This design comes from an exercise in tuning for small area on the open sky130 flow, not from production work. Function was checked by simulation only, so behaviour that the tests miss may differ from the original. Power is estimated from default activity; no workload was simulated.

==> flow/design.v <==
module uplink_rx (
    input  wire        clk,
    input  wire        rst,           
    input  wire        port_kind,     
    input  wire        sof,           
    input  wire        bit_valid,     
    input  wire        bit_data,
    input  wire [15:0] ov_thr,        
    input  wire [15:0] uv_thr,        
    output reg         frame_done,    
    output wire [1:0]  frame_err,     
    output wire [3:0]  ftype,
    output wire [7:0]  seq,
    output wire [7:0]  len,
    output wire [31:0] status,
    output wire        val_valid,     
    output wire [4:0]  val_idx,
    output wire [15:0] val_data,
    output wire        val_ov,
    output wire        val_uv,
    output wire        val_sus
);
    localparam [31:0] CRC_POLY = 32'h04C1_1DB7;
    localparam [2:0] S_IDLE = 3'b000, S_DEAD = 3'b001, S_HDR = 3'b010,
                     S_PAY = 3'b100, S_STAT = 3'b101, S_CRC = 3'b110;
    reg [2:0]  st;
    reg [8:0]  cnt;         
    reg [4:0]  ph;          
    reg [31:0] crc;
    reg [31:0] sr;          
    reg [2:0]  ft_r;        
    reg [7:0]  seq_r;
    reg [3:0]  w_r;         
    reg        rel_pend, rel_act;
    wire [4:0] ph1 = ph + 5'd1;
    wire [4:0] b   = cnt[4:0];
    wire in_hdr  = (st == S_HDR);
    wire in_pay  = (st == S_PAY);
    wire in_stat = (st == S_STAT);
    wire in_crc  = (st == S_CRC);
    wire [30:0] hs   = ~crc[30:0];
    wire [2:0] h_ft  = hs[29:27];
    wire [3:0] h_w   = hs[16:13];
    reg pair_ok;
    always @(*) begin
        case (h_ft)
            3'h0: pair_ok = !port_kind && (h_w == 4'd12);
            3'h1: pair_ok =  port_kind && (h_w == 4'd4);
            3'h2: pair_ok = !port_kind && (h_w == 4'd9);
            3'h3: pair_ok = (h_w >= 4'd1) && (h_w <= 4'd4);
            3'h4: pair_ok = (h_w == 4'd0);
            3'h5: pair_ok = (h_w == 4'd0);
            3'h7: pair_ok = (h_w == 4'd1);
            default: pair_ok = 1'b0;
        endcase
    end
    wire hdr_ok = pair_ok && hs[30] && (hs[18:17] == 2'd0) &&
                  (hs[12:0] == 13'd0) && !bit_data;
    wire hdr_end  = in_hdr && (b == 5'd31);
    wire pay_end  = in_pay && (cnt[8:5] == w_r) && (b == 5'd0);
    wire stat_end = in_stat && (b == 5'd0);
    wire crc_end  = in_crc && (b == 5'd31);
    wire crc_ok = &crc;
    wire dead   = (st == S_DEAD);
    always @(posedge clk) begin
        if (rst) begin
            st         <= S_IDLE;
            frame_done <= 1'b0;
            rel_pend   <= 1'b0;
            rel_act    <= 1'b0;
        end else begin
            frame_done <= 1'b0;
            if (sof) begin
                st <= S_HDR;
            end else if (bit_valid) begin
                if (hdr_end) begin
                    st <= hdr_ok ? S_PAY : S_DEAD;
                    frame_done <= !hdr_ok;
                end
                if (pay_end)  st <= S_STAT;
                if (stat_end) st <= S_CRC;
                if (crc_end) begin
                    st <= S_IDLE;
                    frame_done <= 1'b1;
                end
            end
            if (frame_done && !dead && crc_ok && (w_r != 4'd0))
                rel_pend <= 1'b1;
            else if (ph == 5'd23)
                rel_pend <= 1'b0;
            if (rel_pend && ph == 5'd23)
                rel_act <= 1'b1;
            else if (ph1 == {w_r, 1'b0})
                rel_act <= 1'b0;
        end
    end
    always @(posedge clk) begin
        ph <= (rst || ph == 5'd23) ? 5'd0 : ph1;
        if (sof)
            cnt <= 9'd480;
        else if (bit_valid)
            cnt <= cnt + 9'd1;
        if (bit_valid)
            crc <= {crc[30:0], bit_data ^ in_hdr} ^ ((crc[31] && !in_hdr) ? CRC_POLY : 32'd0);
        if (bit_valid && (in_pay || (in_stat && !stat_end)))
            sr <= {sr[30:0], bit_data};
        if (bit_valid && hdr_end) begin
            ft_r  <= h_ft;
            seq_r <= hs[26:19];
            w_r   <= h_w;
        end
    end
    wire       wen = st[2];
    wire [3:0] wj  = cnt[3:0];
    wire [4:0] wi  = cnt[8:4];
    wire       eq0 = (ph == wi);           
    wire       eq1 = (ph1 == wi);          
    genvar l;
    generate
        for (l = 0; l < 16; l = l + 1) begin : lane
            reg [23:0] r;
            wire [1:0] d = wj[1:0] - 2'd1 - l;    
            wire cur  = (wj > l) && (wj <= l + 4);
            wire prev = (l >= 12) && (wj <= l - 12);
            wire we   = wen && ((cur && eq0) || (prev && eq1));
            always @(posedge clk)
                r <= {r[22:0], we ? ~sr[d] : r[23]};
            assign val_data[15 - l] = ~r[23];
        end
    endgenerate
    assign val_valid = rel_act;
    assign val_idx   = ph;
    function automatic gt16(input [15:0] a, input [15:0] b);
        integer k;
        reg c;
        begin
            c = 1'b0;
            for (k = 0; k < 16; k = k + 1)
                c = (a[k] & ~b[k]) | ((a[k] | ~b[k]) & c);
            gt16 = c;
        end
    endfunction
    wire cells = w_r[3] & w_r[2];
    assign val_ov  = cells && gt16(val_data, ov_thr);
    assign val_uv  = cells && gt16(uv_thr, val_data);
    assign val_sus = cells && (gt16(val_data, 16'd50000) || sr[25]);
    assign frame_err = {!dead && !crc_ok, dead};
    assign ftype  = {1'b1, ft_r};
    assign seq    = seq_r;
    assign len    = {2'b00, w_r, 2'b00};
    assign status = sr;
endmodule
Settings: LEC_CHECK=0, ABC_AREA=1, CAP_MARGIN=20, CORE_MARGIN=2, CORE_UTILIZATION=82, PLACE_DENSITY=0.9, SLEW_MARGIN=20; clock period 10.0 ns.
standard.sh (not shown) runs the stock make flow with config.mk's settings and CLKGATE_MAP_FILE= SYNTH_SCRIPT=/design/flow/synth_recipe.tcl, a recipe that flattens the netlist after the stock synthesis.
==> flow/flow/run.sh <==
#!/bin/bash
# The standard ORFS layout with three changes:
#  - synthesis: the same script (synth_recipe.tcl), but ABC maps with an
#    area-oriented script (flow/area.abc); registers are mapped before ABC
#    and are unchanged;
#  - the port buffers are sky130_fd_sc_hd__buf_1;
#  - CTS clusters sinks under clkbuf_8 buffers, without dummy loads.
set -euo pipefail
W=$PWD
{ head -n 1 synth_recipe.tcl; cat flow/abc_override.tcl; tail -n +2 synth_recipe.tcl; } > flow_synth.tcl
sed "s#SYNTH_SCRIPT=[^ ]*#SYNTH_SCRIPT=$W/flow_synth.tcl#" standard.sh > flow_standard.sh
grep -q "SYNTH_SCRIPT=$W/flow_synth.tcl" flow_standard.sh
export AREA_ABC_SCRIPT=$W/flow/area.abc
export BUFFER_PORTS_ARGS="-buffer_cell sky130_fd_sc_hd__buf_1"
export CTS_ARGS="-sink_clustering_enable -repair_clock_nets -dont_use_dummy_load -sink_clustering_size 18 -sink_clustering_max_diameter 40 -buf_list {sky130_fd_sc_hd__clkbuf_8}"
bash flow_standard.sh > standard.log 2>&1
==> flow/flow/abc_override.tcl <==
# Run ABC with an area-oriented script (flow/area.abc) in place of ORFS's.
proc abc {args} {
  set i [lsearch -exact $args -script]
  if {$i >= 0} { lset args [expr {$i + 1}] $::env(AREA_ABC_SCRIPT) }
  yosys abc {*}$args
}
==> flow/flow/area.abc <==
strash; dc2; dch -f; map -a; mfs2; strash; dch -f; map -a; topo; dnsize -c
Next try:
- CORE_UTILIZATION: 82 -> 80
Design area hardly moves.
Power hardly moves.
Worst setup slack degrades by 0.17 ns.

* * *

Setup of job 101:
uplink_rx, a different RTL version from the one above (not shown whole).
For scale: ~1100 cells after synthesis, ~490 flip-flops, about 120 I/O pins, roughly 0.014 mm^2 of cells after synthesis.
make LEC_CHECK=0 ABC_AREA=1 CAP_MARGIN=20 CORE_MARGIN=2 CORE_UTILIZATION=70 CTS_BUF_LIST='sky130_fd_sc_hd__clkbuf_8 sky130_fd_sc_hd__clkbuf_16' CTS_CLUSTER_DIAMETER=60 CTS_CLUSTER_SIZE=30 PLACE_DENSITY=0.85 SLEW_MARGIN=20 finish   # period 10.0 ns
run.sh (not shown) runs the stock make flow with config.mk's settings and CLKGATE_MAP_FILE= SYNTH_SCRIPT=/design/flow/synth_recipe.tcl, a recipe that flattens the netlist after the stock synthesis.
Stock flow here: none of the scripts above is used.
What job 102 does differently from job 101 at the input level:
==> flow/flow/run.sh (new file) <==
#!/bin/bash
# Standard ORFS layout, with the smallest buffer on the ports and no CTS dummy loads.
set -euo pipefail
export BUFFER_PORTS_ARGS="-buffer_cell sky130_fd_sc_hd__buf_1"
export CTS_ARGS="-sink_clustering_enable -repair_clock_nets -dont_use_dummy_load -sink_clustering_size 30 -sink_clustering_max_diameter 60 -buf_list {sky130_fd_sc_hd__clkbuf_8 sky130_fd_sc_hd__clkbuf_16}"
bash standard.sh > standard.log 2>&1
==> flow/standard.sh (new file) <==
#!/bin/bash
# synth_recipe.tcl (not shown) runs the flow's synth.tcl, then flattens the netlist and writes it again
# the make line also repeats each setting of config.mk as NAME=value (left out here)
make -C /OpenROAD-flow-scripts/flow DESIGN_CONFIG=/design/flow/config.mk WORK_HOME=/design/flow/orfs CLKGATE_MAP_FILE= SYNTH_SCRIPT=/design/flow/synth_recipe.tcl "${@:-finish}"
removed: flow/run.sh
==> comparison <==
Job 102 | status: complete | timing, DRC, antenna: pass. Total via count after detailed routing (job 102 over job 101): increase, 76. Job 101 has higher final hold slack than job 102. Job 102 ends up with lower synthesis-to-layout area growth than job 101 does. Of the two candidates, job 101 has the worse worst setup slack and job 102 the better one. Fraction of power consumed by the clock network (lower): job 102. On time the final worst path needs with I/O delays and setup, job 102 does better than job 101.

* * *

build 53:
Another version of the RTL of uplink_rx (not shown whole).
Size: about 820 cells after synthesis, ~480 flip-flops, ~120 I/O pins, ~12,000 um^2 of cells after synthesis.
==> flow/config.mk <==
export PLATFORM = sky130hd
export DESIGN_NAME = uplink_rx
export DESIGN_NICKNAME = uplink_rx
export VERILOG_FILES = /design/flow/design.v
export SDC_FILE = /design/flow/constraint.sdc
export NUM_CORES = 4
export LEC_CHECK = 0
export ABC_AREA = 1
export CAP_MARGIN = 20
export CORE_MARGIN = 2
export CORE_UTILIZATION = 82
export PLACE_DENSITY = 0.9
export SLEW_MARGIN = 20
==> flow/constraint.sdc <==
create_clock -name core_clock -period 10.0 [get_ports {clk}]
set_input_delay 2.0000 -clock core_clock [delete_from_list [all_inputs] [get_ports {clk}]]
set_output_delay 2.0000 -clock core_clock [all_outputs]
set_load 0.01 [all_outputs]
standard.sh (not shown) runs the stock make flow with config.mk's settings and CLKGATE_MAP_FILE= SYNTH_SCRIPT=/design/flow/synth_recipe.tcl, a recipe that flattens the netlist after the stock synthesis.
==> flow/flow/run.sh <==
#!/bin/bash
# The standard ORFS layout with three changes:
#  - synthesis: the same script (synth_recipe.tcl), but ABC maps with an
#    area-oriented script (flow/area.abc); registers are mapped before ABC
#    and are unchanged;
#  - the port buffers are sky130_fd_sc_hd__buf_1;
#  - CTS clusters sinks under clkbuf_8 buffers, without dummy loads.
set -euo pipefail
W=$PWD
{ head -n 1 synth_recipe.tcl; cat flow/abc_override.tcl; tail -n +2 synth_recipe.tcl; } > flow_synth.tcl
sed "s#SYNTH_SCRIPT=[^ ]*#SYNTH_SCRIPT=$W/flow_synth.tcl#" standard.sh > flow_standard.sh
grep -q "SYNTH_SCRIPT=$W/flow_synth.tcl" flow_standard.sh
export AREA_ABC_SCRIPT=$W/flow/area.abc
export BUFFER_PORTS_ARGS="-buffer_cell sky130_fd_sc_hd__buf_1"
export CTS_ARGS="-sink_clustering_enable -repair_clock_nets -dont_use_dummy_load -sink_clustering_size 16 -sink_clustering_max_diameter 40 -buf_list {sky130_fd_sc_hd__clkbuf_8}"
bash flow_standard.sh > standard.log 2>&1
==> flow/flow/area.abc <==
strash; dc2; dch -f; map -a; mfs2; strash; dch -f; map -a; mfs2; strash; dch -f; map -a; topo; dnsize -c
Scripts as last shown in full above: flow/flow/abc_override.tcl
Per the final summary, build 53 finished and its layout is clean on timing, DRC and antenna.
What build 4 does differently from build 53 at the input level:
==> flow/flow/area.abc <==
strash; dc2; dch -f; map -a; mfs2; strash; dch -f; map -a; topo; dnsize -c
[summary]
- Build 4 vs build 53: sum of routed wire length over all layers up in build 4
- Higher total power among build 4 and build 53: build 4
- Build 53 → build 4: cell count shows an increase of about 1%; power in the clock group shows an increase of about 2%.
What build 97 does differently from build 4 at the input level:
- CORE_UTILIZATION: 82 -> 80
==> results.txt <==
Build 97: PASS, flow complete, no timing, DRC or antenna violations
Vias: build 97 below build 4
Build 97 vs. build 4: count of flip-flops with a built-in enable after synthesis comparable; standard cell area after detailed placement comparable.
Build 97 -> build 4: area fraction of clock buffers and clock inverters flat
Number of antenna violations at the first check in global routing came out exactly the same in build 97 and build 4.
Build 97 against build 4: length in cells of the worst reg-to-reg path decreased by 1 relative to the old numbers, number of signal-net buffers in the layout decreased by 1 relative to the old numbers, sequential share of layout area closely matched the old numbers, fraction of the cycle the final worst path needs increased by 0.83 points relative to the old numbers.
Build 97 vs build 4: share of power burned in the clock network down in build 97
First-pass GRT wire length was lower in the run labelled build 97.

==> port drivers added, routing unchanged <==
In the flow no input, the clock included, has a driving cell. The finished layouts below were timed again as built, in two steps.
Step 1, drivers: a clkbuf_16 drives clk and a buf_2 each remaining input, both assumed.
Step 2 times the ports against the registers' clock, not the clock port: input delays grow and output delays shrink by t, the midpoint of the rising clock arrivals with the driver on.
Three values: ideal ports, drivers, drivers and shift; two values: the first two.
run	t (ns)	setup slack, ns	latest minus earliest clock arrival (ns)	worst register clock-pin slew, ns	pins driven straight from the clock port
the first run of note 1	0.567	3.688 / 3.662 / 3.662	0.055 / 0.055	0.11 / 0.11	1
the second run of note 1	0.567	3.519 / 3.495 / 3.495	0.049 / 0.049	0.11 / 0.11	1
job 101	0.570	3.774 / 3.746 / 3.746	0.020 / 0.020	0.11 / 0.11	1
job 102	0.562	4.545 / 4.512 / 4.512	0.044 / 0.045	0.11 / 0.11	1
build 53	0.570	3.077 / 3.053 / 3.053	0.059 / 0.059	0.10 / 0.10	1
build 4	0.575	3.178 / 3.139 / 3.139	0.052 / 0.053	0.10 / 0.10	1
build 97	0.575	3.095 / 3.068 / 3.068	0.047 / 0.047	0.10 / 0.10	1
After both steps setup and hold are still met in every run listed. The setup slack of build 4, which loses most, moves by -0.039 ns with the drivers and by -0.039 ns with both steps.
